What follows belongs to an exercise in optimizing a design on an open flow for small area and a short achievable clock period; a production flow would make more cautious choices.
Where RTL was checked, it was by simulation tests only, not by an equivalence proof against the original.
For run 7, only the layout was checked, not whether the RTL still works.

==> design/flow/design.v <==
module arb_bank (
    input  wire        clk,
    input  wire        rst,           
    input  wire [18:0] req_valid,
    input  wire [75:0] req_len,       
    input  wire [5:0]  req_lnk_rt,    
    output wire [18:0] req_ready,
    input  wire        cfg_we,
    input  wire [4:0]  cfg_addr,      
    input  wire [15:0] cfg_wdata,
    output reg         gnt_valid,
    output reg  [4:0]  gnt_id,
    output reg  [4:0]  owner,         
    output reg  [3:0]  rt_run,
    output reg  [15:0] floor_cnt,
    output reg  [15:0] lfsr
);
    localparam N = 19;
    function can_rt;
        input integer id;
        can_rt = (id >= 6 && id <= 15);
    endfunction
    function can_be;
        input integer id;
        can_be = !(id >= 6 && id <= 9);
    endfunction
    function [7:0] ticket_reset;
        input integer id;
        begin
            if (id <= 3)       ticket_reset = 8'd32;
            else if (id <= 5)  ticket_reset = 8'd64;
            else if (id <= 17) ticket_reset = 8'd16;
            else               ticket_reset = 8'd32;
        end
    endfunction
    wire [N-1:0] prt;         
    wire [N-1:0] pbe;         
    wire [N-1:0] pend = prt | pbe;
    wire [N-1:0] take = req_valid & ~pend;
    wire [N-1:0] gsel;        
    wire         decide;
    wire [N-1:0] grant = gsel & {N{decide}};
    assign req_ready = ~pend;
    reg  [3:0] plen [0:N-1];
    wire [7:0] tk   [0:N-1];
    genvar gi, gj;
    generate
        for (gi = 0; gi < N; gi = gi + 1) begin : slot
            always @(posedge clk)
                if (take[gi]) plen[gi] <= req_len[4*gi +: 4];
            if (can_rt(gi)) begin : rt
                reg p;
                wire cls = (gi >= 10) ? req_lnk_rt[(gi >= 10) ? gi-10 : 0] : 1'b1;
                always @(posedge clk)
                    if (rst) p <= 1'b0;
                    else if (take[gi]) p <= cls;
                    else if (grant[gi]) p <= 1'b0;
                assign prt[gi] = p;
            end else begin : nrt
                assign prt[gi] = 1'b0;
            end
            if (can_be(gi)) begin : be
                reg p;
                wire cls = (gi >= 10 && gi <= 15) ? ~req_lnk_rt[(gi >= 10 && gi <= 15) ? gi-10 : 0] : 1'b1;
                reg [7:0] t;
                always @(posedge clk)
                    if (rst) p <= 1'b0;
                    else if (take[gi]) p <= cls;
                    else if (grant[gi]) p <= 1'b0;
                always @(posedge clk)
                    if (rst) t <= ticket_reset(gi);
                    else if (cfg_we && cfg_addr == gi) t <= cfg_wdata[7:0];
                assign pbe[gi] = p;
                assign tk[gi] = t;
            end else begin : nbe
                assign pbe[gi] = 1'b0;
                assign tk[gi] = 8'd0;
            end
        end
    endgenerate
    wire [N*N-1:0] ordm;     
    generate
        for (gi = 0; gi < N; gi = gi + 1) begin : row
            for (gj = 0; gj < N; gj = gj + 1) begin : col
                if (gi < gj && ((can_rt(gi) && can_rt(gj)) || (can_be(gi) && can_be(gj)))) begin : o
                    reg b;
                    always @(posedge clk)
                        if (take[gj]) b <= 1'b1;
                        else if (take[gi]) b <= 1'b0;
                    assign ordm[gi*N+gj] = b;
                end else if (gi > gj && ((can_rt(gi) && can_rt(gj)) || (can_be(gi) && can_be(gj)))) begin : tr
                    assign ordm[gi*N+gj] = ~row[gj].col[gi].o.b;
                end else begin : n
                    assign ordm[gi*N+gj] = 1'b1;
                end
            end
        end
    endgenerate
    wire [N-1:0] ort, obe;    
    generate
        for (gi = 0; gi < N; gi = gi + 1) begin : old
            assign ort[gi] = prt[gi] & &(ordm[gi*N +: N] | ~prt);
            assign obe[gi] = pbe[gi] & &(ordm[gi*N +: N] | ~pbe);
        end
    endgenerate
    wire rt_any = |prt;
    wire be_any = |pbe;
    reg [15:0] lfsr_next;
    reg        fb;
    integer i;
    always @* begin
        lfsr_next = lfsr;
        for (i = 0; i < 16; i = i + 1) begin
            fb = lfsr_next[15] ^ lfsr_next[13] ^ lfsr_next[12] ^ lfsr_next[10];
            lfsr_next = {lfsr_next[14:0], fb};
        end
    end
    function [11:0] rca;
        input [11:0] a, b;
        integer k;
        reg c;
        begin
            c = 1'b0;
            for (k = 0; k < 12; k = k + 1) begin
                rca[k] = a[k] ^ b[k] ^ c;
                c = (a[k] & b[k]) | (c & (a[k] ^ b[k]));
            end
        end
    endfunction
    function gtr;
        input [11:0] a, b;
        integer k;
        reg c;
        begin
            c = 1'b0;
            for (k = 0; k < 12; k = k + 1)
                c = (a[k] & ~b[k]) | (c & (a[k] | ~b[k]));
            gtr = c;
        end
    endfunction
    wire [11:0] m [0:14];
    generate
        for (gi = 0; gi < 15; gi = gi + 1) begin : msk
            localparam integer ID = (gi < 6) ? gi : gi + 4;
            assign m[gi] = pbe[ID] ? {4'd0, tk[ID]} : 12'd0;
        end
    endgenerate
    wire [11:0] s01   = rca(m[0], m[1]);
    wire [11:0] s23   = rca(m[2], m[3]);
    wire [11:0] s45   = rca(m[4], m[5]);
    wire [11:0] s67   = rca(m[6], m[7]);
    wire [11:0] s89   = rca(m[8], m[9]);
    wire [11:0] s1011 = rca(m[10], m[11]);
    wire [11:0] s1213 = rca(m[12], m[13]);
    wire [11:0] s0_3  = rca(s01, s23);
    wire [11:0] s4_7  = rca(s45, s67);
    wire [11:0] s8_11 = rca(s89, s1011);
    wire [11:0] s12_14 = rca(s1213, m[14]);
    wire [11:0] s0_7  = rca(s0_3, s4_7);
    wire [11:0] s8_14 = rca(s8_11, s12_14);
    wire [11:0] tsum  = rca(s0_7, s8_14);
    wire [11:0] P [0:14];
    assign P[0]  = m[0];
    assign P[1]  = s01;
    assign P[2]  = rca(s01, m[2]);
    assign P[3]  = s0_3;
    assign P[4]  = rca(s0_3, m[4]);
    assign P[5]  = rca(s0_3, s45);
    assign P[6]  = rca(P[5], m[6]);
    assign P[7]  = s0_7;
    assign P[8]  = rca(s0_7, m[8]);
    assign P[9]  = rca(s0_7, s89);
    assign P[10] = rca(P[9], m[10]);
    assign P[11] = rca(s0_7, s8_11);
    assign P[12] = rca(P[11], m[12]);
    assign P[13] = rca(P[11], s1213);
    assign P[14] = tsum;
    wire [17:0] ms1 = {2'b00, lfsr_next};
    wire [17:0] ms2 = {1'b0, lfsr_next, 1'b0};
    wire [17:0] ms3;
    reg         mc;
    integer     k;
    reg  [17:0] ms3_r;
    always @* begin
        mc = 1'b0;
        for (k = 0; k < 18; k = k + 1) begin
            ms3_r[k] = ms1[k] ^ ms2[k] ^ mc;
            mc = (ms1[k] & ms2[k]) | (mc & (ms1[k] ^ ms2[k]));
        end
    end
    assign ms3 = ms3_r;
    wire [27:0] pp [0:5];
    generate
        for (gi = 0; gi < 6; gi = gi + 1) begin : ppr
            wire [1:0] d = tsum[2*gi +: 2];
            wire [17:0] row = ({18{d == 2'd1}} & ms1) | ({18{d == 2'd2}} & ms2) |
                              ({18{d == 2'd3}} & ms3);
            assign pp[gi] = {10'd0, row} << (2*gi);
        end
    endgenerate
    function [27:0] csa_s;
        input [27:0] x, y, z;
        csa_s = x ^ y ^ z;
    endfunction
    function [27:0] csa_c;
        input [27:0] x, y, z;
        csa_c = ((x & y) | (x & z) | (y & z)) << 1;
    endfunction
    wire [27:0] ca1 = csa_s(pp[0], pp[1], pp[2]), cb1 = csa_c(pp[0], pp[1], pp[2]);
    wire [27:0] ca2 = csa_s(pp[3], pp[4], pp[5]), cb2 = csa_c(pp[3], pp[4], pp[5]);
    wire [27:0] ca3 = csa_s(ca1, cb1, ca2),       cb3 = csa_c(ca1, cb1, ca2);
    wire [27:0] ca4 = csa_s(ca3, cb3, cb2),       cb4 = csa_c(ca3, cb3, cb2);
    wire [27:0] prod = ca4 + cb4;
    wire [11:0] r = prod[27:16];
    wire [14:0] gt;
    wire [N-1:0] lot;
    generate
        for (gi = 0; gi < 15; gi = gi + 1) begin : lt
            localparam integer ID = (gi < 6) ? gi : gi + 4;
            assign gt[gi] = gtr(P[gi], r);
            if (gi == 0) begin : f
                assign lot[ID] = gt[gi];
            end else begin : n
                assign lot[ID] = gt[gi] & ~gt[gi-1];
            end
        end
        for (gi = 6; gi < 10; gi = gi + 1) begin : lz
            assign lot[gi] = 1'b0;
        end
    endgenerate
    wire boundary = (beats_left == 4'd0);    
    reg [3:0] beats_left;
    assign decide = boundary && (rt_any || be_any);
    wire pick_rt  = rt_any && (!be_any || rt_run != 4'd15);
    wire tzero    = (tsum == 12'd0);
    wire         use_old = pick_rt | tzero;
    wire [N-1:0] osel    = pick_rt ? ort : obe;
    assign gsel = use_old ? osel : lot;
    reg [4:0] win_old, win_lot;
    reg [3:0] len_old, len_lot;
    always @* begin
        win_old = 5'd0; win_lot = 5'd0;
        len_old = 4'd0; len_lot = 4'd0;
        for (i = 0; i < N; i = i + 1) begin
            if (osel[i]) begin
                win_old = win_old | i[4:0];
                len_old = len_old | plen[i];
            end
            if (lot[i]) begin
                win_lot = win_lot | i[4:0];
                len_lot = len_lot | plen[i];
            end
        end
    end
    wire [4:0] win  = use_old ? win_old : win_lot;
    wire [3:0] wlen = use_old ? len_old : len_lot;
    always @(posedge clk) begin
        if (rst) begin
            beats_left <= 4'd0;
            gnt_valid  <= 1'b0;
            gnt_id     <= 5'd0;
            owner      <= 5'd31;
            rt_run     <= 4'd0;
            floor_cnt  <= 16'd0;
            lfsr       <= 16'hACE1;
        end else begin
            gnt_valid <= decide;
            if (decide) begin
                beats_left <= wlen;
                gnt_id     <= win;
                owner      <= win;
                if (pick_rt) begin
                    rt_run <= be_any ? rt_run + 4'd1 : 4'd0;
                end else begin
                    rt_run <= 4'd0;
                    lfsr   <= lfsr_next;
                    if (rt_any && floor_cnt != 16'hFFFF)
                        floor_cnt <= floor_cnt + 16'd1;
                end
            end else if (boundary) begin
                owner <= 5'd31;
            end else begin
                beats_left <= beats_left - 4'd1;
            end
            if (cfg_we) begin
                if (cfg_addr == 5'd31) begin
                    if (cfg_wdata != 16'd0)
                        lfsr <= cfg_wdata;
                end else if (cfg_addr == 5'd30) begin
                    floor_cnt <= cfg_wdata;
                end
            end
        end
    end
endmodule
==> design/flow/flow/run.sh <==
#!/bin/bash
set -euo pipefail
bash standard.sh SETUP_SLACK_MARGIN=47 BUFFER_PORTS_ARGS='-buffer_cell sky130_fd_sc_hd__buf_1' finish > layout_make.log 2>&1
==> design/flow/standard.sh <==
#!/bin/bash
# synth_recipe.tcl (not shown) runs the flow's synth.tcl, then flattens the netlist and writes it again
# the make line also repeats each setting of config.mk as NAME=value (left out here)
make -C /OpenROAD-flow-scripts/flow DESIGN_CONFIG=/design/flow/config.mk WORK_HOME=/design/flow/orfs CLKGATE_MAP_FILE= SYNTH_SCRIPT=/design/flow/synth_recipe.tcl "${@:-finish}"
==> design/flow/config.mk <==
export PLATFORM = sky130hd
export DESIGN_NAME = arb_bank
export DESIGN_NICKNAME = arb_bank
export VERILOG_FILES = /design/flow/design.v
export SDC_FILE = /design/flow/constraint.sdc
export NUM_CORES = 4
export LEC_CHECK = 0
export CAP_MARGIN = 40
export CORE_MARGIN = 2
export CORE_UTILIZATION = 40
export SLEW_MARGIN = 40
==> design/flow/constraint.sdc <==
create_clock -name core_clock -period 62.0 [get_ports {clk}]
set_input_delay 12.4000 -clock core_clock [delete_from_list [all_inputs] [get_ports {clk}]]
set_output_delay 12.4000 -clock core_clock [all_outputs]
set_load 0.01 [all_outputs]
==> notes.md, run 1 <==
Least-Margin Pin Slew=839.1 ps; post-route insts no fill=4757; Die Span Y=around 280 um; DRT Pass-1 Iters=6; share of final-layout standard cells stronger than drive strength 1=0.08154; most common flop cell mapped by yosys=dfxtp_1; Crit path arrival time=about 15000 ps; via count of the first global-routing pass=roughly 28000; sequential element share of the synthesized area=0.2876; number of buffers inserted for hold repair after clock tree synthesis=0; startpoint class of the critical path=flop; remaining antenna violation count=0; pre-CTS WS=between 40000 and 50000 ps; minimum period implied by the final worst setup slack=14540 ps; category of the worst setup path capture point=flop; root buffer selected by CTS=clkbuf_16; max-cap violation count=0; top fanout value on the critical path=27; Post-Route Skew=38.29 ps; number of instances on the worst hold path=2; Starting Density=0.4019; ys async rst share=0; Slew HR=0.4380; critical path's most frequent cell=fa_1; cell type with the highest aggregate area in the netlist=dfxtp_1; unrepaired setup endpoints after global routing=true; Setup WS post-layout=47460 ps; number of clock sinks=407; result of the run=complete, no violations; count of nets after finishing=4151; clock-pin slew reported for the worst setup and hold paths after clock tree synthesis=approximately 70 ps; Netlist Area Pre-Place=30980 sq um; Post-Route WL=119100 um; critical path's largest stage delay=between 700 and 800 ps; area of the core=77080 sq um; most frequent cell after synthesis=nand2_1; total global-route track usage=0.2946; synthesis-to-finish area growth=11.70%; overflow left after global routing=0; Worst Setup Path Type=flop to flop; number of standard cells after synthesis=3566; hpwl dp=~91000 um; final estimated routing congestion in global placement=1.007; synthesized flop and latch total=407; num ports=approximately 190; number of levels in the clock H-tree=2; number of cells in the design after placement=4666; fin util=0.4489; routed len/inst=about 25 um; number of setup violations in the final report=0; worst-skew pair later-pin latency=600 ps; highest clock rate=68.78 MHz; via count=28640; TritonCTS clock tree=yes; average cell area after synthesis=8.688 sq um; Area contributors post-synth=dfxtp_1 (21%), fa_1 (17%), edfxtp_1 (7.4%); Die Span X=~280 um; number of cells on the worst reg-to-reg path=44; initial antenna violation count=1; Slew Viols, Final=0; number of distinct library cells after synthesis=113; most instantiated cells after synthesis=nand2_1 (480), inv_1 (363), dfxtp_1 (331); Worst path slowest cell=fa_1; type of the tightest min-delay check=flop to flop; share of the clock period used by the worst path after layout=0.2345; total number of yosys warnings=2; initial drt markers=3186; WP data required=about 62000 ps; first-pass GRT wire length=roughly 180000 um; Num CTS Buffers=43; # DRC=0; Port Buffers=190; top-area cell type share of the netlist area=0.2139; number of flops mapped to enable cells by yosys=76; Total Die Area=79690 sq um; pin count of the biggest net entering global routing=between 80 and 90; Longest Clk Path Bufs=3; number of hold violations in the final report=0; Post-Synthesis Net Count=4036; Via density=6.021; number of cell rows=102; Fin Setup TNS=0 ps
[cell type report]
cell class / instances / area (sq um)
Antenna cell: 1 / 2.502
Timing Repair Buffer: 276 / 1370
Clock inverter: 24 / 272.8
Inverter: 372 / 1396
Multi-Input combinational cell: 2581 / 20190
Sequential cell: 407 / 8912
Tap cell: 1040 / 1301
Fill cell: 7749 / 42480
Clock buffer: 56 / 1156
[sequential cells by signal, indices dropped and copies added (netlist names), 5 cells and up]
signal	cells
row.col.o.b	135
slot.be.t	120
plen	76
floor_cnt	16
lfsr	16
slot.be.p	15
slot.rt.p	10
gnt_id	5
owner	5
[per-stage QoR]
| step | hold WS [ps] | instance area (sq um) |
|---|---|---|
| detailed placement | 450.6 | 32830 |
| global placement | 440.0 | 32760 |
| CTS | 458.5 | 34280 |
| global route | 478.1 | 34600 |
| floorplan | 426.8 | 30980 |
| finish | 460.0 | 34600 |
[repair_timing]
action | CTS | global route
gates resized for setup | 11 | 50
hold endpoints to repair | 0 | 0
endpoints found under the setup margin | 25 | 34
cloned | 0 | 0
pin swaps | 0 | 8
setup buffers | 0 | 10
[layout by cell type, fill, tap and decap left out, drive strengths merged, types with 17 or more instances in the layout]
cell type,count
nand2,480
inv,370
dfxtp,331
nor2,314
buf,275
fa,257
o21ai,170
a21oi,119
mux2i,110
a22oi,101
ha,88
o22ai,78
edfxtp,76
and2,75
nand3,66
clkbuf,57
a211oi,56
a221oi,50
nor3,44
o211ai,41
nor4,39
xnor2,37
nand4,33
maj3,30
a211o,26
o221ai,25
mux2,20
xor2,20
o31ai,20
a222oi,19
nand2b,19
a21o,18
and3,17
[worst paths after layout]
kind / endpoint / slack (ps) / start
max reg2reg: owner[0]$_SDFFE_PP1P_ / 47460 / slot[11].be.p$_SDFFE_PP0P_
min: slot[0].be.t[2]$_SDFFE_PP0P_ / 460 / slot[0].be.t[2]$_SDFFE_PP0P_
max: owner[0]$_SDFFE_PP1P_ / 47460 / slot[11].be.p$_SDFFE_PP0P_
min reg2reg: slot[0].be.t[2]$_SDFFE_PP0P_ / 460 / slot[0].be.t[2]$_SDFFE_PP0P_
[worst max-delay path, delay by kind of cell (launching register included)]
family                   cells  cell delay (ps)
adder cells (fa/ha/maj)     17             7810
AND/OR/NAND/NOR             10             2400
AO/OA/AOI/OAI                8             2330
buffers and inverters        9             1420
flip-flops                   1              420
[routing by layer]
metal / vias up / track usage / share of wire
li1: 12720 / - / -
met1: 13960 / 0.3673 / 0.38
met2: 1557 / 0.4876 / 0.47
met3: 409 / 0.03411 / 0.074
met4: 0 / 0.1832 / 0.072
met5: - / 0 / 0
[cell families (layout without fill, tap and decap cells)]
| kind of cell | after synthesis | in the layout | synth area share |
|---|---|---|---|
| AND/OR/NAND/NOR | 1164 | 1164 | 0.1719 |
| other | 0 | 1 | 0 |
| XOR/XNOR | 60 | 60 | 0.02064 |
| adder cells (fa/ha/maj) | 375 | 375 | 0.2118 |
| AO/OA/AOI/OAI | 852 | 852 | 0.1933 |
| buffers and inverters | 578 | 728 | 0.07197 |
| multiplexers | 130 | 130 | 0.04281 |
| flip-flops | 407 | 407 | 0.2876 |
==> inputs of run 2 (changes only) <==
--- a/design/flow/design.v
+++ b/design/flow/design.v
@@ -70,4 +70,4 @@
                 always @(posedge clk)
-                    if (rst) t <= ticket_reset(gi);
-                    else if (cfg_we && cfg_addr == gi) t <= cfg_wdata[7:0];
+                    if (rst || (cfg_we && cfg_addr == gi))
+                        t <= rst ? ticket_reset(gi) : cfg_wdata[7:0];
                 assign pbe[gi] = p;
==> design/flow/flow/run.sh (replaced) <==
#!/bin/bash
set -euo pipefail
bash standard.sh SETUP_SLACK_MARGIN=48 BUFFER_PORTS_ARGS='-buffer_cell sky130_fd_sc_hd__buf_1' finish > layout_make.log 2>&1
==> run 2 against run 1 <==
Compared with the run above:
- global-route usage is 0.86 points lower
- critical path depth down 41
- non-clock buffer count increased by 56
- maximum frequency is 4.0% higher
- critical endpoint is now req_ready[13]
==> notes.md, run 2 <==
number of clock sinks=407 (unchanged); Netlist Area Pre-Place=30070 sq um (-2.9%); result of the run=complete, no violations; commonest cells after routing, fill and taps aside=nand2_1 (485), inv_1 (350), edfxtp_1 (196), dfxtp_1 (188), buf_1 (188); number of setup violations in the final report=0 (unchanged); total number of yosys warnings=2 (unchanged); via count=26770 (-6.5%); most common flop cell mapped by yosys=dfxtp_1; pin count of the biggest net entering global routing=42 (-53%); number of buffer and inverter instances along the worst setup path=2 (-7); Post-Route Skew=24.96 ps (-13.33 ps); Area contributors post-synth=edfxtp_1 (20%), fa_1 (17%), dfxtp_1 (14%); Longest Clk Path Bufs=3 (unchanged); area of the core=74450 sq um (-3.4%); number of standard cells after synthesis=3266 (-8.4%); via count of the first global-routing pass=26320 (-5.5%); DRT Pass-1 Iters=10 (+4); critical path's largest stage delay=400 ps (-390 ps); Post-Synthesis Net Count=3736 (-7.4%); final estimated routing congestion in global placement=0.9788 (-2.8%); worst setup slack for register-to-register paths=48410 ps (+950 ps); Worst path top cell family by delay=flip-flops; R2R Path End=owner[0]$_SDFFE_PP1P_; most instantiated cells after synthesis=nand2_1 (491), inv_1 (362), fa_1 (257); root buffer selected by CTS=clkbuf_16; max reg flops=135 (unchanged); Via density=5.980 (-0.68%); hpwl dp=85180 um (-6.7%); number of fillers in the final layout=7133 (-7.9%); Port Buffers=190 (unchanged); Slew HR=0.3741 (-0.06391); number of levels in the clock H-tree=2 (unchanged); Worst path slowest cell=dfxtp_4; num ports=191 (unchanged); initial antenna violation count=1 (unchanged); count of nets after finishing=3941 (-5.1%); initial drt markers=3259 (+2.3%); number of flops mapped to enable cells by yosys=196 (+160%); first-pass GRT wire length=167100 um (-5.2%); top register by number of flip-flops=row.col.o.b; critical path, cell by cell=buf_8, nor2_4, clkbuf_2; most frequent cell after synthesis=nand2_1; worst hold slack across all endpoints=462.0 ps (+1.980 ps); number of cell rows=100 (-2.0%); number of cells on the worst reg-to-reg path=48 (+9.1%); clock-pin slew reported for the worst setup and hold paths after clock tree synthesis=60 ps (about the same); Least-Margin Pin Slew=932.7 ps (+93.53 ps); unrepaired setup endpoints after global routing=true; commonest non-fill, non-tap cell in the layout=nand2_1; highest clock rate=71.51 MHz (+4.0%); worst-skew pair later-pin latency=610 ps (about the same); Num CTS Buffers=45 (+4.7%); number of hold violations in the final report=0 (unchanged); top-area cell type share of the netlist area=0.1957 (-0.01819); number of cells on the critical path=3 (-93%); WP data required=49600 ps (-12880 ps); minimum period implied by the final worst setup slack=13980 ps (-555.9 ps); category of the worst setup path capture point=output pin; Crit path arrival time=1580 ps (-13440 ps); type of the tightest min-delay check=flop to flop; share of the clock period used by the worst path after layout=0.2255 (-0.008966); synthesis-to-finish area growth=16.72%; startpoint class of the critical path=flop; max-cap violation count=0 (unchanged); Worst Setup Path Type=flop to output pin; FF-to-FF Start=slot[11].be.p$_SDFFE_PP0P_; top fanout value on the critical path=19 (-30%); Slew Viols, Final=0 (unchanged); Die Span X=278.2 um (-1.5%); ys async rst share=0 (unchanged); synthesized flop and latch total=407 (unchanged); Die Span Y=278.2 um (-1.5%); share of final-layout standard cells stronger than drive strength 1=0.1398 (+0.05822); sequential element share of the synthesized area=0.3362 (+0.04860); # DRC=0 (unchanged); source of the critical timing path=slot[13].be.p$_SDFFE_PP0P_; Fin Setup TNS=0 ps (unchanged); area of combinational cells with multiple inputs=18740 sq um (-7.2%); average cell area after synthesis=9.208 sq um (+6.0%); remaining antenna violation count=0 (unchanged); overflow left after global routing=0 (unchanged); total global-route track usage=0.2859 (-0.008625); routed len/inst=25.32 um (+1.2%); cell type with the highest aggregate area in the netlist=edfxtp_1; number of distinct library cells after synthesis=95 (-16%); critical path capture point=req_ready[13]; Post-Route WL=113300 um (-4.8%); TritonCTS clock tree=yes; FF+latch area=10160 sq um (+14%); Starting Density=0.4040 (+0.002071); Total Die Area=77400 sq um (-2.9%); top flop regs=row.col.o.b: 135 flops, slot.be.t: 120 flops, plen: 76 flops
run 2: changes by cell type in the layout (fill, tap and decap cells not counted), moves of 16 or more:
cell      delta
dfxtp_1    -140
nor2_1     -126
edfxtp_1   +120
mux2i_1     -93
fa_1        -75
fa_2        +75
buf_4       +32
o21ai_0     +30
a211o_1     -19
nand3_1     -17
nor4_1      -16
run 2: worst min-delay path by stage:
stage	to	cells after the start	from
6_report	row[13].col[16].o.b$_SDFFE_PP1P_	2	row[13].col[16].o.b$_SDFFE_PP1P_
3_5_place_dp	row[15].col[17].o.b$_SDFFE_PP1P_	2	row[15].col[17].o.b$_SDFFE_PP1P_
5_1_grt	row[15].col[17].o.b$_SDFFE_PP1P_	2	row[15].col[17].o.b$_SDFFE_PP1P_
3_3_place_gp	row[0].col[18].o.b$_SDFFE_PP1P_	2	row[0].col[18].o.b$_SDFFE_PP1P_
2_1_floorplan	row[2].col[18].o.b$_SDFFE_PP1P_	2	row[2].col[18].o.b$_SDFFE_PP1P_
4_1_cts	row[15].col[17].o.b$_SDFFE_PP1P_	2	row[15].col[17].o.b$_SDFFE_PP1P_
run 2: what timing repair did:
item	in CTS	in global routing
resized for setup	124	141
hold buffers	0	0
setup endpoints to repair	75	45
buffers inserted	36	32
gates cloned	1	6
pin swaps	28	57
run 2: area by class of cell:
class,count,area share
multi-input cells,2314,0.5339
flip-flops and latches,407,0.2893
repair buffers,332,0.05817
inverters,371,0.04049
clock buffers,66,0.03732
well taps,969,0.03454
clock inverters,16,0.006095
diodes,2,0.0001426
run 2: kinds of logic after synthesis:
| group | after synthesis | synth area share |
|---|---|---|
| muxes | 42 | 0.01498 |
| buffers and inverters | 547 | 0.06852 |
| xor gates and xnor gates | 71 | 0.02367 |
| DFF | 407 | 0.3362 |
| AOI/OAI and AO/OA | 826 | 0.1876 |
| adders and majority gates | 384 | 0.2210 |
| and+or+nand+nor | 989 | 0.1482 |
run 2: worst register-to-register path: cells and delay by family (launching register included):
family | cells | cell delay, ps
AND/OR/NAND/NOR | 6 | 1580
AO/OA/AOI/OAI | 13 | 2520
adder cells (fa/ha/maj) | 19 | 8010
XOR/XNOR | 1 | 150
flip-flops | 1 | 440
buffers and inverters | 9 | 790
run 2: metrics by stage:
| stage | std cells | cell area [sq um] | setup WS, ps | utilization |
|---|---|---|---|---|
| 6_report | 4477 | 35100 | 48020 | 0.4715 |
| 5_1_grt | 4476 | 35100 | 47970 | 0.4715 |
| 4_1_cts | 4437 | 34220 | 47960 | 0.4597 |
| 3_5_place_dp | 4318 | 31980 | 46390 | 0.4295 |
| 3_3_place_gp | 4318 | 31910 | 46440 | 0.4287 |
| 2_1_floorplan | 3266 | 30110 | 47990 | - |
run 2: metal layers:
| metal | track usage | share of wire | up-vias |
|---|---|---|---|
| li1 | - | - | 11900 |
| met1 | 0.3660 | 0.39 | 13080 |
| met2 | 0.4669 | 0.47 | 1449 |
| met3 | 0.04558 | 0.083 | 343 |
| met4 | 0.1502 | 0.062 | 0 |
| met5 | 0 | 0 | - |
==> inputs of run 3 (changes only) <==
--- a/design/flow/config.mk
+++ b/design/flow/config.mk
@@ -9,3 +9,3 @@
 export CORE_MARGIN = 2
-export CORE_UTILIZATION = 40
+export CORE_UTILIZATION = 60
 export SLEW_MARGIN = 40
==> run 3 against run 2 <==
Compared with the run above:
- sequential cell count stayed put
- critical path type unchanged
- still clean on timing, DRC and antenna
- design area is 0.76% lower
- hold slack hardly changed
- global-route usage is 14 points higher
- area after synthesis stayed put
- critical path depth stayed put
- sequential share of layout area is 0.22 points higher
- largest cell class unchanged
==> notes.md, run 3 <==
result of the run=complete, no violations; final estimated routing congestion in global placement=1.054 (+7.7%); count of nets after finishing=3937 (-0.10%); number of buffers inserted for hold repair after clock tree synthesis=0 (unchanged); via count of the first global-routing pass=27280 (+3.6%); pre-CTS WS=46280 ps (-106.4 ps); synthesized flop and latch total=407 (unchanged); Least-Margin Pin Slew=953.3 ps (+20.68 ps); hpwl dp=83270 um (-2.2%); DRT Pass-1 Iters=9 (-1); Slew Viols, Final=0 (unchanged); Crit path arrival time=1590 ps (about the same); unrepaired setup endpoints after global routing=false; Slew HR=0.3621 (-0.01196); number of flops mapped to enable cells by yosys=196 (unchanged); total number of yosys warnings=2 (unchanged); Die Span X=227.9 um (-18%); commonest cells after routing, fill and taps aside=nand2_1 (486), inv_1 (347), edfxtp_1 (196), dfxtp_1 (189), buf_1 (188); met1 layer usage reported by global route=0.5447 (+0.1787); remaining antenna violation count=0 (unchanged); number of hold violations in the final report=0 (unchanged); number of cell rows=82 (-18%); category of the worst setup path capture point=output pin; number of distinct library cells after synthesis=95 (unchanged); global routing usage on met2=0.6789 (+0.2121); most frequent cell after synthesis=nand2_1; number of levels in the clock H-tree=2 (unchanged); sequential element share of the synthesized area=0.3362 (unchanged); minimum period implied by the final worst setup slack=13990 ps (+10.80 ps); ys async rst share=0 (unchanged); commonest non-fill, non-tap cell in the layout=nand2_1; number of fillers in the final layout=3856 (-46%); Longest Clk Path Bufs=3 (unchanged); average cell area after synthesis=9.208 sq um (unchanged); pin count of the biggest net entering global routing=58 (+38%); num ports=191 (unchanged); global-route met3 utilization=0.08088 (+0.03529); most common flop cell mapped by yosys=dfxtp_1; WP data required=49600 ps (about the same); Starting Density=0.6031 (+0.1992); initial antenna violation count=1 (unchanged); Post-Route WL=113700 um (+0.34%); Netlist Area Pre-Place=30070 sq um (unchanged); root buffer selected by CTS=clkbuf_16; area of the core=49860 sq um (-33%); initial drt markers=4221 (+30%); grt peak-use layer=met2; area of all placed cells without fillers=34840 sq um (-0.76%); cell type with the highest aggregate area in the netlist=edfxtp_1; max reg flops=135 (unchanged); Num CTS Buffers=44 (-2.2%); top register by number of flip-flops=row.col.o.b; Worst Setup Path Type=flop to output pin; post-place instance area=31580 sq um (-1.2%); FF+latch area=10160 sq um (about the same); startpoint class of the critical path=flop; top-area cell type share of the netlist area=0.1957 (unchanged); worst hold slack across all endpoints=462.0 ps (+0.04500 ps); number of clock sinks=407 (unchanged); Setup WS post-layout=48010 ps (-10.80 ps); top flop regs=row.col.o.b: 135 flops, slot.be.t: 120 flops, plen: 76 flops; max-cap violation count=0 (unchanged); Post-Synthesis Net Count=3736 (unchanged); type of the tightest min-delay check=flop to flop; share of final-layout standard cells stronger than drive strength 1=0.1456 (+0.005829); number of setup violations in the final report=0 (unchanged); total global-route track usage=0.4248 (+0.1389); synthesis-to-finish area growth=15.83%; highest clock rate=71.45 MHz (about the same); clock-pin slew reported for the worst setup and hold paths after clock tree synthesis=60 ps (about the same); Fin Setup TNS=0 ps (unchanged); first-pass GRT wire length=167700 um (+0.41%); Via density=6.700 (+12%); Area contributors post-synth=edfxtp_1 (20%), fa_1 (17%), dfxtp_1 (14%); number of standard cells after synthesis=3266 (unchanged); overflow left after global routing=0 (unchanged); most instantiated cells after synthesis=nand2_1 (491), inv_1 (362), fa_1 (257); Port Buffers=190 (unchanged); top fanout value on the critical path=12 (-7); Die Span Y=227.9 um (-18%); routed len/inst=27.24 um (+7.6%); Total Die Area=51930 sq um (-33%); share of the clock period used by the worst path after layout=0.2257 (about the same); worst-skew pair later-pin latency=620 ps (about the same); via count=27980 (+4.5%); TritonCTS clock tree=yes; # DRC=0 (unchanged); area of combinational cells with multiple inputs=18840 sq um (+0.55%); Post-Route Skew=41.41 ps (+16.45 ps)
==> run 3: what timing repair did <==
item / CTS / global route
resized for setup: 116 / 179
buffers inserted: 30 / 42
cloned: 1 / 6
pin swaps: 34 / 65
setup endpoints to repair: 53 / 53
==> run 3: routing by layer <==
layer / part of all wire / vias to the layer above
li1: - / 11890
met1: 0.37 / 13560
met2: 0.46 / 2019
met3: 0.11 / 509
met4: 0.073 / 2
met5: 0.00014 / -
==> run 3: path summary, 6_finish.rpt <==
| check | slack [ps] | cells after the start | endpoint | from |
|---|---|---|---|---|
| worst max-delay path | 48010 | 3 | req_ready[0] | slot[0].be.p$_SDFFE_PP0P_ |
| worst min-delay path | 460 | 2 | row[13].col[16].o.b$_SDFFE_PP1P_ | row[13].col[16].o.b$_SDFFE_PP1P_ |
| worst max register to register | 48240 | 47 | owner[0]$_SDFFE_PP1P_ | slot[12].be.p$_SDFFE_PP0P_ |
| worst min register to register | 460 | 2 | row[13].col[16].o.b$_SDFFE_PP1P_ | row[13].col[16].o.b$_SDFFE_PP1P_ |
==> run 3: cells by family after synthesis <==
kind of cell,share of synthesized area
adder cells (fa/ha/maj),0.2210
buffers and inverters,0.06852
AND/OR/NAND/NOR,0.1482
XOR/XNOR,0.02367
AO/OA/AOI/OAI,0.1876
flip-flops,0.3362
multiplexers,0.01498
==> run 3: metrics by stage <==
| stage | instances | utilization |
|---|---|---|
| 2_1_floorplan | 3266 | - |
| 3_3_place_gp | 4014 | 0.6314 |
| 3_5_place_dp | 4014 | 0.6333 |
| 4_1_cts | 4127 | 0.6769 |
| 5_1_grt | 4175 | 0.6986 |
| 6_report | 4176 | 0.6986 |
==> run 3: layout make-up <==
| cell class | count | share of cell area |
|---|---|---|
| diodes | 1 | 0.00007183 |
| inverters | 371 | 0.04030 |
| clock buffers | 54 | 0.03477 |
| multi-input cells | 2313 | 0.5409 |
| clock inverters | 28 | 0.007758 |
| repair buffers | 330 | 0.06045 |
| well taps | 672 | 0.02414 |
| flip-flops and latches | 407 | 0.2916 |
==> run 3: critical path, stage by stage (launching register included) <==
cell and delay (ps):
dfxtp_4 370, buf_12 150, inv_1 260, buf_1 210
==> inputs of run 4 (changes only) <==
--- a/design/flow/config.mk
+++ b/design/flow/config.mk
@@ -7,5 +7,6 @@
 export LEC_CHECK = 0
+export ABC_AREA = 1
 export CAP_MARGIN = 40
 export CORE_MARGIN = 2
-export CORE_UTILIZATION = 60
+export CORE_UTILIZATION = 40
 export SLEW_MARGIN = 40
==> run 4 against run 3 <==
Compared with the run above:
- still clean on timing, DRC and antenna
- design area down 2.8%
- maximum frequency up 0.16%
- sequential cell count unchanged
- die area up 51%
- non-clock buffer count down 86
- critical endpoint is now req_ready[14]
==> notes.md, run 4 <==
overflow left after global routing=0 (unchanged); Total Die Area=78200 sq um (+51%); average cell area after synthesis=8.079 sq um (-12%); initial drt markers=2599 (-38%); number of standard cells after synthesis=3762 (+15%); result of the run=complete, no violations; clock-pin slew reported for the worst setup and hold paths after clock tree synthesis=70 ps (about the same); sequential element share of the synthesized area=0.3326 (-0.003529); critical path, cell by cell=buf_6, nor2_1, buf_1; Crit path arrival time=1570 ps (-20 ps); max-cap violation count=0 (unchanged); commonest non-fill, non-tap cell in the layout=nand2_1; Num CTS Buffers=41 (-6.8%); Least-Margin Pin Slew=878.4 ps (-74.97 ps); commonest cells after routing, fill and taps aside=nand2_1 (978), inv_1 (682), fa_1 (251), dfxtp_1 (200), edfxtp_1 (196); Post-Route Skew=25.09 ps (-16.32 ps); number of clock sinks=407 (unchanged); top fanout value on the critical path=13 (+1); Area contributors post-synth=edfxtp_1 (19%), fa_1 (17%), dfxtp_1 (14%); highest clock rate=71.57 MHz (+0.16%); number of cells in the design after placement=4838 (+21%); via count of the first global-routing pass=27120 (-0.59%); top-area cell type share of the netlist area=0.1937 (-0.002054); critical path's largest stage delay=370 ps (about the same); type of the tightest min-delay check=flop to flop; pin count of the biggest net entering global routing=34 (-41%); hpwl dp=84050 um (+0.94%); share of the clock period used by the worst path after layout=0.2254 (-0.0003661); synthesis-to-finish area growth=11.42%; top register by number of flip-flops=row.col.o.b; remaining antenna violation count=0 (unchanged); WP data required=49600 ps (about the same); ys async rst share=0 (unchanged); number of buffers inserted for hold repair after clock tree synthesis=0 (unchanged); Die Span X=279.7 um (+23%); worst-skew pair later-pin latency=590 ps (-30 ps); # DRC=0 (unchanged); final estimated routing congestion in global placement=0.9523 (-9.6%); met1 layer usage reported by global route=0.3321 (-0.2126); Slew HR=0.4090 (+0.04693); Post-Route WL=108200 um (-4.8%); via count=27430 (-2.0%); number of cell rows=101 (+23%); number of hold violations in the final report=0 (unchanged); most instantiated cells after synthesis=nand2_1 (983), inv_1 (695), fa_1 (257); total number of yosys warnings=2 (unchanged); unrepaired setup endpoints after global routing=false; root buffer selected by CTS=clkbuf_16; number of levels in the clock H-tree=2 (unchanged); Die Span Y=279.7 um (+23%); FF+latch area=10130 sq um (-0.23%); number of setup violations in the final report=0 (unchanged); number of flops mapped to enable cells by yosys=196 (unchanged); first-pass GRT wire length=163000 um (-2.8%); Worst path slowest cell=dfxtp_2; num ports=191 (unchanged); most common flop cell mapped by yosys=dfxtp_1; most frequent cell after synthesis=nand2_1; global-route met3 utilization=0.03620 (-0.04468); share of final-layout standard cells stronger than drive strength 1=0.08058 (-0.06501); cell type with the highest aggregate area in the netlist=edfxtp_1; Post-Synthesis Net Count=4232 (+13%); routed len/inst=21.92 um (-20%); global routing usage on met2=0.4760 (-0.2029); number of fillers in the final layout=7557 (+96%); max reg flops=135 (unchanged); Netlist Area Pre-Place=30390 sq um (+1.1%); count of nets after finishing=4396 (+12%); synthesized flop and latch total=407 (unchanged); total global-route track usage=0.2753 (-0.1495); Setup WS post-layout=48030 ps (+22.70 ps); DRT Pass-1 Iters=5 (-4); Worst Setup Path Type=flop to output pin; Starting Density=0.4022 (-0.2009); minimum period implied by the final worst setup slack=13970 ps (-22.70 ps); Slew Viols, Final=0 (unchanged); area of combinational cells with multiple inputs=17150 sq um (-9.0%); Port Buffers=190 (unchanged); Fin Setup TNS=0 ps (unchanged); grt peak-use layer=met2; initial antenna violation count=0 (-1); TritonCTS clock tree=yes; category of the worst setup path capture point=output pin; pre-CTS WS=47480 ps (+1197 ps); Longest Clk Path Bufs=3 (unchanged); Via density=5.556 (-17%); area of the core=75570 sq um (+52%); number of distinct library cells after synthesis=63 (-34%); startpoint class of the critical path=flop; top flop regs=row.col.o.b: 135 flops, slot.be.t: 120 flops, plen: 76 flops; post-route insts no fill=4938 (+18%)
-- run 4: changes by cell type after synthesis, moves of 73 or more --
cell / previous run / this run
o22ai_1: 76 / 149
nand2_1: 491 / 983
clkbuf_1: 159 / 85
a22oi_1: 93 / 4
inv_1: 362 / 695
nand3_1: 51 / 124
-- run 4: per-layer routing --
metal  wire, um  part of all wire
met4       6949             0.064
met3       7766             0.072
met1      41070              0.38
met5          0                 0
met2      52450              0.48
-- run 4: cell families after synthesis --
kind of cell    synth area share
buf+inv                   0.1088
flops                     0.3326
compound gates            0.1407
fa+ha+maj                 0.2055
simple gates              0.2023
xor+xnor                 0.01009
-- run 4: final cells by class --
cell class | count | area share
Clock buffer | 51 | 0.03292
Clock inverter | 25 | 0.008239
Sequential cell | 407 | 0.2992
Antenna cell | 1 | 0.00007389
Multi-Input combinational cell | 2502 | 0.5063
Inverter | 730 | 0.08295
Tap cell | 978 | 0.03613
Timing Repair Buffer | 244 | 0.03418
-- run 4: through the flow --
stage | util | area [sq um] | hold WS (ps)
global placement | 0.4238 | 32020 | 448.6
CTS | 0.4443 | 33570 | 463.7
global route | 0.4481 | 33860 | 481.0
finish | 0.4481 | 33870 | 464.7
floorplan | - | 30390 | 435.3
detailed placement | 0.4243 | 32060 | 453.1
-- run 4: worst max-delay path: cells and delay by family, from the launching register on --
family	cells	cell delay [ps]
buf+inv	2	380
flops	1	370
simple gates	1	230
-- run 4: final timing paths --
| path | startpoint | to | slack (ps) | cells after the start |
|---|---|---|---|---|
| max | slot[14].be.p$_SDFFE_PP0P_ | req_ready[14] | 48030 | 3 |
| min | row[4].col[13].o.b$_SDFFE_PP1P_ | row[4].col[13].o.b$_SDFFE_PP1P_ | 460 | 2 |
| max reg2reg | slot[10].be.p$_SDFFE_PP0P_ | beats_left[3]$_SDFFE_PP0P_ | 48570 | 53 |
| min reg2reg | row[4].col[13].o.b$_SDFFE_PP1P_ | row[4].col[13].o.b$_SDFFE_PP1P_ | 460 | 2 |
-- run 4: repair_timing --
action	in CTS	in global routing
buffers inserted	6	17
setup endpoints to repair	43	75
resized for setup	28	46
pin swaps	0	3
==> inputs of run 5 (changes only) <==
--- a/design/flow/config.mk
+++ b/design/flow/config.mk
@@ -11,2 +11,3 @@
 export CORE_UTILIZATION = 40
+export GPL_TIMING_DRIVEN = 0
 export SLEW_MARGIN = 40
==> run 5 against run 4 <==
Compared with the run above:
- routed wire length increased by 3.6%
- register-to-register slack worse by 150 ps
- design area rose by 2.1%
- sequential share of layout area shrank 0.67 points
- critical endpoint is now req_ready[11]
==> notes.md, run 5 <==
result of the run=complete, no violations; average cell area after synthesis=8.079 sq um (unchanged); number of clock sinks=407 (unchanged); Die Span Y=279.7 um (unchanged); initial antenna violation count=0 (unchanged); FF-to-FF Start=slot[12].be.p$_SDFFE_PP0P_; pin count of the biggest net entering global routing=18 (-47%); count of nets after finishing=4502 (+2.4%); Netlist Area Pre-Place=30390 sq um (unchanged); num ports=191 (unchanged); Post-Route WL=112200 um (+3.6%); worst-skew pair later-pin latency=580 ps (about the same); most frequent cell after synthesis=nand2_1; most common flop cell mapped by yosys=dfxtp_1; post-place instance area=32460 sq um (+1.2%); total global-route track usage=0.2823 (+0.006985); synthesis-to-finish area growth=13.78%; worst setup slack for register-to-register paths=48420 ps (-150 ps); DRT Pass-1 Iters=6 (+1); startpoint class of the critical path=flop; top fanout value on the critical path=10 (-3); area of all placed cells without fillers=34580 sq um (+2.1%); routed len/inst=22.24 um (+1.5%); top register by number of flip-flops=row.col.o.b; Fin Setup TNS=0 ps (unchanged); number of instances on the worst hold path=2 (unchanged); Worst Setup Path Type=flop to output pin; area of the core=75570 sq um (unchanged); number of distinct library cells after synthesis=63 (unchanged); share of final-layout standard cells stronger than drive strength 1=0.09889 (+0.01832); Total Die Area=78200 sq um (unchanged); Num CTS Buffers=42 (+2.4%); total number of yosys warnings=2 (unchanged); first-pass GRT wire length=165600 um (+1.6%); remaining antenna violation count=0 (unchanged); Area contributors post-synth=edfxtp_1 (19%), fa_1 (17%), dfxtp_1 (14%); Via density=5.478 (-1.4%); sequential element share of the synthesized area=0.3326 (unchanged); clock-pin slew reported for the worst setup and hold paths after clock tree synthesis=60 ps (about the same); Starting Density=0.4022 (unchanged); Slew HR=0.3988 (-0.01022); number of buffers inserted for hold repair after clock tree synthesis=0 (unchanged); top flop regs=row.col.o.b: 135 flops, slot.be.t: 120 flops, plen: 76 flops; R2R Path End=owner[2]$_SDFFE_PP1P_; antenna fix cells=0 (-1); via count=27630 (+0.70%); commonest non-fill, non-tap cell in the layout=nand2_1; number of flops mapped to enable cells by yosys=196 (unchanged); Post-Route Skew=27.28 ps (+2.194 ps); commonest cells after routing, fill and taps aside=nand2_1 (978), inv_1 (685), fa_1 (244), dfxtp_1 (207), edfxtp_1 (196); number of levels in the clock H-tree=2 (unchanged); Die Span X=279.7 um (unchanged); synthesized flop and latch total=407 (unchanged); number of hold violations in the final report=0 (unchanged); hpwl dp=89820 um (+6.9%); TritonCTS clock tree=yes; unrepaired setup endpoints after global routing=false; number of cells on the worst reg-to-reg path=57 (+7.5%); Longest Clk Path Bufs=3 (unchanged); top-area cell type share of the netlist area=0.1937 (unchanged); Crit path arrival time=1580 ps (about the same); Post-Synthesis Net Count=4232 (unchanged); overflow left after global routing=0 (unchanged); initial drt markers=2292 (-12%); minimum period implied by the final worst setup slack=13980 ps (+9.600 ps); hold_sp=row[4].col[10].o.b$_SDFFE_PP1P_; critical path, cell by cell=clkbuf_8, clkbuf_16, nor2_4, buf_2; Worst path slowest cell=dfxtp_1; Slew Viols, Final=0 (unchanged); most instantiated cells after synthesis=nand2_1 (983), inv_1 (695), fa_1 (257); # DRC=0 (unchanged); highest clock rate=71.52 MHz (about the same); max reg flops=135 (unchanged); type of the tightest min-delay check=flop to flop; final estimated routing congestion in global placement=0.9764 (+2.5%); cell type with the highest aggregate area in the netlist=edfxtp_1; critical path's largest stage delay=310 ps (-60 ps); source of the critical timing path=slot[11].be.p$_SDFFE_PP0P_; number of standard cells after synthesis=3762 (unchanged); WP data required=49600 ps (about the same); via count of the first global-routing pass=27450 (+1.2%); Hold Path End=row[4].col[10].o.b$_SDFFE_PP1P_; Port Buffers=190 (unchanged); root buffer selected by CTS=clkbuf_16; ys async rst share=0 (unchanged); number of fillers in the final layout=7622 (+0.86%); number of cell rows=101 (unchanged); fin util=0.4576 (+0.009471); Least-Margin Pin Slew=901.8 ps (+23.44 ps); number of setup violations in the final report=0 (unchanged); share of the clock period used by the worst path after layout=0.2255 (about the same); max-cap violation count=0 (unchanged); category of the worst setup path capture point=output pin
==> run 5: cell counts after synthesis <==
Identical to the previous run, type by type.
==> run 5: cells by family after synthesis <==
kind of cell,after synthesis,share of synthesized area
buffers and inverters,853,0.1088
AO/OA/AOI/OAI,677,0.1407
flip-flops,407,0.3326
adder cells (fa/ha/maj),345,0.2055
AND/OR/NAND/NOR,1445,0.2023
XOR/XNOR,35,0.01009
==> run 5: area by class of cell <==
type,instances,area (sq um),share of cell area
plain buffers,123,793.3,0.02294
inverters,730,2783,0.08047
multi-input cells,2502,17270,0.4994
well taps,978,1224,0.03539
flip-flops and latches,407,10110,0.2925
clock buffers,57,1204,0.03481
repair buffers,226,987.2,0.02855
clock inverters,20,205.2,0.005934
==> run 5: worst max path at each step <==
| stage | end | slack, ps | cells past startpoint |
|---|---|---|---|
| 2_1_floorplan | slot[10].be.t[0]$_DFFE_PP_ | 48210 | 4 |
| 3_3_place_gp | slot[2].be.p$_SDFFE_PP0P_ | 46190 | 45 |
| 3_5_place_dp | beats_left[3]$_SDFFE_PP0P_ | 46470 | 54 |
| 4_1_cts | beats_left[3]$_SDFFE_PP0P_ | 47980 | 58 |
| 5_1_grt | beats_left[1]$_SDFFE_PP0P_ | 47990 | 57 |
| 6_report | req_ready[11] | 48020 | 4 |
==> run 5: timing repair <==
item / 4_1_cts / 5_1_grt
gates resized for setup: 97 / 84
endpoints found under the setup margin: 51 / 56
pin swaps: 2 / 9
gates cloned: 0 / 0
setup buffers: 4 / 27
hold endpoints to repair: 0 / 0
==> run 5: per-layer routing <==
metal,global-route usage,vias up,routed length (um)
li1,-,12810,-
met1,0.3400,13260,43400
met2,0.4904,1241,54220
met3,0.03561,314,7665
met4,0.1537,0,6891
met5,0,-,0
==> run 5: worst max-delay path: cells and delay by family, from the launching register on <==
kind | cells | cell delay (ps)
simple gates | 1 | 170
buf+inv | 3 | 520
flops | 1 | 310
==> run 5: per-stage QoR <==
stage               setup slack, ps  instances  hold WS (ps)
finish                        48020       5043         467.8
global route                  47990       5043         483.5
CTS                           47980       5015         466.1
detailed placement            46470       4934         456.8
global placement              46190       4930         447.4
floorplan                     48210       3762         435.3
==> inputs of run 6 (changes only) <==
==> design/flow/flow/run.sh (replaced) <==
#!/bin/bash
set -euo pipefail
bash standard.sh SETUP_SLACK_MARGIN=48.5 BUFFER_PORTS_ARGS='-buffer_cell sky130_fd_sc_hd__buf_1' finish > layout_make.log 2>&1
--- a/design/flow/config.mk
+++ b/design/flow/config.mk
@@ -11,3 +11,2 @@
 export CORE_UTILIZATION = 40
-export GPL_TIMING_DRIVEN = 0
 export SLEW_MARGIN = 40
==> run 6 against run 5 <==
Compared with the run above:
- die area unchanged
- sequential cell count unchanged
- setup slack gained 260 ps
- register-to-register slack improved by 560 ps
- synthesized cell count did not move
- design area increased by 4.1%
- utilization increased by 1.9 points
- via count is 1.4% higher
- maximum frequency increased by 1.9%
- non-clock buffer count up 8
- routed wire length grew 1.1%
==> notes.md, run 6 <==
Area contributors post-synth=edfxtp_1 (19%), fa_1 (17%), dfxtp_1 (14%); initial drt markers=2855 (+25%); Post-Synthesis Net Count=4232 (unchanged); source of the critical timing path=slot[18].be.p$_SDFFE_PP0P_; category of the worst setup path capture point=output pin; Worst path top cell family by delay=buffers and inverters; number of buffer and inverter instances along the worst setup path=3 (unchanged); Netlist Area Pre-Place=30390 sq um (unchanged); max-cap violation count=0 (unchanged); via count of the first global-routing pass=27130 (-1.2%); cell type with the highest aggregate area in the netlist=edfxtp_1; average cell area after synthesis=8.079 sq um (unchanged); most common flop cell mapped by yosys=dfxtp_1; count of nets after finishing=4513 (+0.24%); FF-to-FF Start=slot[10].be.p$_SDFFE_PP0P_; Crit path arrival time=1320 ps (-260 ps); number of flops mapped to enable cells by yosys=196 (unchanged); Die Span Y=279.7 um (unchanged); number of cell rows=101 (unchanged); via count=28010 (+1.4%); Least-Margin Pin Slew=902.6 ps (+0.7457 ps); max reg flops=135 (unchanged); number of clock sinks=407 (unchanged); final estimated routing congestion in global placement=0.9890 (+1.3%); commonest cells after routing, fill and taps aside=nand2_1 (967), inv_1 (653), fa_1 (236), edfxtp_1 (196), o21ai_0 (178); number of fillers in the final layout=7391 (-3.0%); Starting Density=0.4022 (unchanged); pre-CTS WS=47550 ps (+1085 ps); type of the tightest min-delay check=flop to flop; num ports=191 (unchanged); highest clock rate=72.88 MHz (+1.9%); top-area cell type share of the netlist area=0.1937 (unchanged); number of standard cells after synthesis=3762 (unchanged); ys async rst share=0 (unchanged); synthesis-to-finish area growth=18.43%; # DRC=0 (unchanged); total number of yosys warnings=2 (unchanged); number of hold violations in the final report=0 (unchanged); root buffer selected by CTS=clkbuf_16; share of final-layout standard cells stronger than drive strength 1=0.1610 (+0.06213); Post-Route WL=113400 um (+1.1%); DRT Pass-1 Iters=7 (+1); Post-Route Skew=20.74 ps (-6.539 ps); Setup WS post-layout=48280 ps (+260.7 ps); antenna fix cells=0 (unchanged); Worst Setup Path Type=flop to output pin; Port Buffers=190 (unchanged); Longest Clk Path Bufs=3 (unchanged); Via density=5.543 (+1.2%); Fin Setup TNS=0 ps (unchanged); unrepaired setup endpoints after global routing=true; total global-route track usage=0.2827 (+0.0003857); critical path's largest stage delay=340 ps (+30 ps); routed len/inst=22.45 um (+0.95%); pin count of the biggest net entering global routing=37 (+19); minimum period implied by the final worst setup slack=13720 ps (-260.7 ps); top flop regs=row.col.o.b: 135 flops, slot.be.t: 120 flops, plen: 76 flops; initial antenna violation count=0 (unchanged); Total Die Area=78200 sq um (unchanged); hpwl dp=83560 um (-7.0%); sequential element share of the synthesized area=0.3326 (unchanged); Num CTS Buffers=40 (-4.8%); most frequent cell after synthesis=nand2_1; overflow left after global routing=0 (unchanged); startpoint class of the critical path=flop; clock-pin slew reported for the worst setup and hold paths after clock tree synthesis=70 ps (about the same); number of buffers inserted for hold repair after clock tree synthesis=0 (unchanged); worst-skew pair later-pin latency=570 ps (about the same); Worst path slowest cell=dfxtp_2; Die Span X=279.7 um (unchanged); commonest non-fill, non-tap cell in the layout=nand2_1; hold_sp=row[0].col[14].o.b$_SDFFE_PP1P_; TritonCTS clock tree=yes; remaining antenna violation count=0 (unchanged); top fanout value on the critical path=2 (-8); Slew HR=0.3968 (-0.001955); first-pass GRT wire length=167000 um (+0.88%); Slew Viols, Final=0 (unchanged); critical path, cell by cell=buf_12, clkinvlp_4, buf_6; top register by number of flip-flops=row.col.o.b; most instantiated cells after synthesis=nand2_1 (983), inv_1 (695), fa_1 (257); share of the clock period used by the worst path after layout=0.2213 (-0.004205); number of distinct library cells after synthesis=63 (unchanged); WP data required=49600 ps (about the same); number of levels in the clock H-tree=2 (unchanged); number of setup violations in the final report=0 (unchanged); area of the core=75570 sq um (unchanged); synthesized flop and latch total=407 (unchanged); result of the run=complete, no violations
-- run 6: changes by cell type in the layout (fill, tap and decap cells not counted), moves of 32 or more --
cell,previous run,this run
clkbuf_1,58,7
buf_4,46,150
buf_1,189,126
dfxtp_1,207,145
dfxtp_4,0,33
inv_1,685,653
-- run 6: routing by layer --
metal / wire length (um) / vias up / part of all wire / track usage
li1: - / 12840 / - / -
met1: 44400 / 13460 / 0.39 / 0.3539
met2: 53930 / 1361 / 0.48 / 0.4782
met3: 8573 / 349 / 0.076 / 0.03970
met4: 6538 / 0 / 0.058 / 0.1405
met5: 0 / - / 0 / 0
-- run 6: through the flow --
step / area (sq um) / utilization / hold WS [ps] / std cells
after floorplan: 30490 / - / 435.3 / 3762
after global placement: 32140 / 0.4252 / 448.7 / 4842
after detailed placement: 32180 / 0.4258 / 454.8 / 4842
after CTS: 34830 / 0.4609 / 463.9 / 4982
after global routing: 35990 / 0.4763 / 484.0 / 5052
final: 35990 / 0.4763 / 467.3 / 5052
-- run 6: kinds of logic after synthesis --
kind of cell,synth area share
simple gates,0.2023
buf+inv,0.1088
compound gates,0.1407
flops,0.3326
fa+ha+maj,0.2055
xor+xnor,0.01009
-- run 6: worst reg2reg max path: cells and delay by family (launching register included) --
kind / cells / cell delay [ps]
fa+ha+maj: 17 / 7650
simple gates: 24 / 1960
flops: 1 / 350
compound gates: 4 / 830
buf+inv: 17 / 2110
-- run 6: worst paths after layout --
path | to | slack [ps] | cells after the start
min | row[0].col[14].o.b$_SDFFE_PP1P_ | 470 | 2
max reg2reg | owner[2]$_SDFFE_PP1P_ | 48980 | 62
min reg2reg | row[0].col[14].o.b$_SDFFE_PP1P_ | 470 | 2
max | req_ready[18] | 48280 | 3
-- run 6: repair_timing --
action | in CTS | in global routing
setup endpoints to repair | 163 | 125
gates cloned | 3 | 5
buffers inserted | 64 | 64
gates resized for setup | 275 | 143
pin swaps | 7 | 25
-- run 6: layout make-up --
type                    instances  area [sq um]  area share
well taps                     978          1224     0.03400
inverters                     730          2914     0.08096
clock inverters                25         317.8    0.008829
multi-input cells            2505         17730      0.4926
clock buffers                  48          1041     0.02892
repair buffers                357          2476     0.06879
repair inverters                2         15.01   0.0004171
flip-flops and latches        407         10270      0.2855
==> inputs of run 7 (changes only) <==
--- a/design/flow/design.v
+++ b/design/flow/design.v
@@ -42,3 +42,6 @@
     wire [N-1:0] grant = gsel & {N{decide}};
-    assign req_ready = ~pend;
+    reg [N-1:0] rdy;
+    always @(posedge clk)
+        rdy <= rst ? {N{1'b1}} : ((rdy & ~req_valid) | grant);
+    assign req_ready = rdy;
     reg  [3:0] plen [0:N-1];
==> run 7 against run 6 <==
Compared with the run above:
- die area up 2.0%
- hold slack lost 4.8 ps
- count of clock-buffer cells in the layout is 18 higher
- non-clock buffer count fell by 53
- clock skew grew 73 ps
- routed wire length is 2.1% higher
- highest routed layer unchanged
- still clean
- via count is 1.8% higher
- utilization is 0.22 points lower
- setup slack better by 160 ps
- cell count increased by 2.2%
- critical endpoint is now lfsr[8]
- register-to-register slack better by 70 ps
==> notes.md, run 7 <==
result of the run=complete, no violations; number of cells on the critical path=1 (-2); most frequent cell after synthesis=nand2_1; unrepaired setup endpoints after global routing=true; number of cell rows=102 (+0.99%); sequential element share of the synthesized area=0.3382 (+0.005608); Worst Setup Path Type=flop to output pin; via count of the first global-routing pass=27970 (+3.1%); Setup WS post-layout=48440 ps (+163.7 ps); initial drt markers=3031 (+6.2%); via count=28500 (+1.8%); average cell area after synthesis=8.064 sq um (-0.19%); Slew Viols, Final=0 (unchanged); area of the core=77080 sq um (+2.0%); cell type with the highest aggregate area in the netlist=edfxtp_1; Total Die Area=79780 sq um (+2.0%); # DRC=0 (unchanged); Post-Route WL=115900 um (+2.1%); clock-pin slew reported for the worst setup and hold paths after clock tree synthesis=60 ps (about the same); most instantiated cells after synthesis=nand2_1 (1011), inv_1 (722), fa_1 (257); number of cells on the worst reg-to-reg path=53 (-15%); count of nets after finishing=4552 (+0.86%); total number of yosys warnings=2 (unchanged); Starting Density=0.4023 (about the same); num ports=191 (unchanged); top fanout value on the critical path=2 (unchanged); Crit path arrival time=1160 ps (-160 ps); overflow left after global routing=0 (unchanged); number of hold violations in the final report=0 (unchanged); share of the clock period used by the worst path after layout=0.2187 (-0.002640); Die Span X=282.5 um (+1.0%); minimum period implied by the final worst setup slack=13560 ps (-163.7 ps); worst-skew pair later-pin latency=650 ps (+80 ps); synthesis-to-finish area growth=17.83%; share of final-layout standard cells stronger than drive strength 1=0.1473 (-0.01373); WP data required=49600 ps (about the same); critical path, cell by cell=buf_6; final estimated routing congestion in global placement=0.9802 (-0.89%); max-cap violation count=0 (unchanged); number of buffers inserted for hold repair after clock tree synthesis=0 (unchanged); TritonCTS clock tree=yes; number of cells in the design after placement=4989 (+3.0%); initial antenna violation count=2 (+2); worst hold slack across all endpoints=462.4 ps (-4.831 ps); number of buffer and inverter instances along the worst setup path=1 (-2); pre-CTS WS=47470 ps (-80.80 ps); hpwl dp=88470 um (+5.9%); routed len/inst=22.44 um (about the same); startpoint class of the critical path=flop; type of the tightest min-delay check=flop to flop; highest clock rate=73.76 MHz (+1.2%); Post-Synthesis Net Count=4316 (+2.0%); category of the worst setup path capture point=output pin; Num CTS Buffers=47 (+18%); Post-Route Skew=93.42 ps (+72.68 ps); critical path's largest stage delay=400 ps (+60 ps); top-area cell type share of the netlist area=0.1898 (-0.003875); Slew HR=0.3844 (-0.01249); commonest non-fill, non-tap cell in the layout=nand2_1; number of levels in the clock H-tree=2 (unchanged); ys async rst share=0 (unchanged); post-route insts no fill=5163 (+2.2%); total global-route track usage=0.2860 (+0.003366); Area contributors post-synth=edfxtp_1 (19%), fa_1 (17%), dfxtp_1 (15%); Worst path slowest cell=dfxtp_4; Via density=5.520 (-0.42%); Die Span Y=282.5 um (+1.0%); commonest cells after routing, fill and taps aside=nand2_1 (990), inv_1 (705), fa_1 (232), edfxtp_1 (196), dfxtp_1 (162); number of standard cells after synthesis=3846 (+2.2%); number of instances on the worst hold path=2 (unchanged); number of setup violations in the final report=0 (unchanged); most common flop cell mapped by yosys=dfxtp_1; max reg flops=135 (unchanged); Longest Clk Path Bufs=3 (unchanged); top flop regs=row.col.o.b: 135 flops, slot.be.t: 120 flops, plen: 76 flops; remaining antenna violation count=0 (unchanged); first-pass GRT wire length=171900 um (+2.9%); number of fillers in the final layout=7629 (+3.2%); Port Buffers=190 (unchanged); Least-Margin Pin Slew=920.1 ps (+17.52 ps); Worst path top cell family by delay=flip-flops; top register by number of flip-flops=row.col.o.b; Fin Setup TNS=0 ps (unchanged); root buffer selected by CTS=clkbuf_16; Netlist Area Pre-Place=31010 sq um (+2.0%); synthesized flop and latch total=426 (+4.7%); DRT Pass-1 Iters=5 (-2); pin count of the biggest net entering global routing=38 (+2.7%); number of clock sinks=426 (+4.7%); number of distinct library cells after synthesis=62 (-1.6%); number of flops mapped to enable cells by yosys=196 (unchanged)
## run 7: cell types whose count changed in the layout (fill, tap and decap cells not counted), sizes merged, moves of 8 or more
| cell | previous run | this run |
|---|---|---|
| buf | 348 | 301 |
| clkbuf | 54 | 69 |
| clkinv | 30 | 22 |
| clkinvlp | 21 | 10 |
| dfxtp | 211 | 230 |
| inv | 699 | 745 |
| nand2 | 1042 | 1076 |
| nand3 | 131 | 146 |
| o211ai | 9 | 19 |
| o21ai | 223 | 196 |
| o22ai | 151 | 163 |
| or2 | 41 | 28 |
## run 7: timing repair
item / in CTS / in global routing
pin swaps: 1 / 24
resized for setup: 231 / 171
gates cloned: 0 / 6
endpoints found under the setup margin: 249 / 155
buffers inserted: 29 / 49
## run 7: kinds of logic after synthesis
group	Yosys count	share of synthesized area
xor+xnor	31	0.008997
fa+ha+maj	345	0.2014
flops	426	0.3382
compound gates	675	0.1361
buf+inv	881	0.1111
simple gates	1488	0.2041
## run 7: area by class of cell
type | count | area [sq um] | share of cell area
multi-input combinational | 2543 | 17880 | 0.4892
sequential | 426 | 10630 | 0.2908
inverter | 759 | 2932 | 0.08022
timing repair buffer | 304 | 2113 | 0.05783
clock buffer | 66 | 1348 | 0.03688
tap | 1040 | 1301 | 0.03561
clock inverter | 22 | 335.3 | 0.009176
timing repair inverter | 1 | 5.005 | 0.0001370
antenna | 2 | 5.005 | 0.0001370
## run 7: per-stage QoR
step | util | area, sq um
6_report | 0.4741 | 36540
5_1_grt | 0.4740 | 36540
4_1_cts | 0.4588 | 35370
3_5_place_dp | 0.4261 | 32850
3_3_place_gp | 0.4254 | 32790
2_1_floorplan | - | 31100
## run 7: path summary, 6_finish.rpt
path         slack, ps                              to                            from
max              48440                         lfsr[8]              lfsr[8]$_SDFF_PP0_
min                460  row[8].col[9].o.b$_SDFFE_PP1P_  row[8].col[9].o.b$_SDFFE_PP1P_
max reg2reg      49050       slot[3].be.p$_SDFFE_PP0P_       slot[0].be.p$_SDFFE_PP0P_
min reg2reg        460  row[8].col[9].o.b$_SDFFE_PP1P_  row[8].col[9].o.b$_SDFFE_PP1P_
## run 7: metal layers
| layer | share of wire | track usage | routed length [um] | up-vias |
|---|---|---|---|---|
| met5 | 0 | 0.001832 | 0 | - |
| met4 | 0.052 | 0.1286 | 6035 | 0 |
| met3 | 0.081 | 0.04658 | 9433 | 300 |
| met2 | 0.47 | 0.4739 | 54220 | 1454 |
| met1 | 0.40 | 0.3672 | 46170 | 13770 |
| li1 | - | - | - | 12980 |

## re-timing with driven ports
Ports are ideal in the flow. The routed layouts listed here were re-timed in OpenROAD. Step 1, drivers: a clkbuf_16 drives clk and a buf_2 each remaining input, both assumed. Step 2, shift: input delay + t, output delay - t, t = (earliest + latest rising clock arrival at the registers) / 2. This alone moves slack from input paths to output paths. Three values: no drivers, after step 1, after step 2; two values: the first two.
run	t (ns)	setup WS [ns]	worst hold slack (ns)	worst setup path at the end
run 1	0.651	47.460 / 47.460 / 47.357	0.460 / 0.460 / 0.460	input to register
run 2	0.663	48.016 / 47.949 / 47.482	0.462 / 0.462 / 0.462	input to register
run 3	0.661	48.005 / 47.942 / 47.409	0.462 / 0.462 / 0.462	input to register
run 4	0.636	48.028 / 47.968 / 47.592	0.465 / 0.465 / 0.465	input to register
run 5	0.633	48.018 / 47.954 / 47.538	0.468 / 0.468 / 0.468	input to register
run 6	0.612	48.279 / 48.222 / 47.985	0.467 / 0.467 / 0.467	input to register
run 7	0.673	48.443 / 48.373 / 47.898	0.462 / 0.462 / 0.462	input to register
After both steps every run listed still meets setup and hold. The setup slack of run 3, which loses most, moves by -0.063 ns with the drivers and by -0.596 ns with both steps.
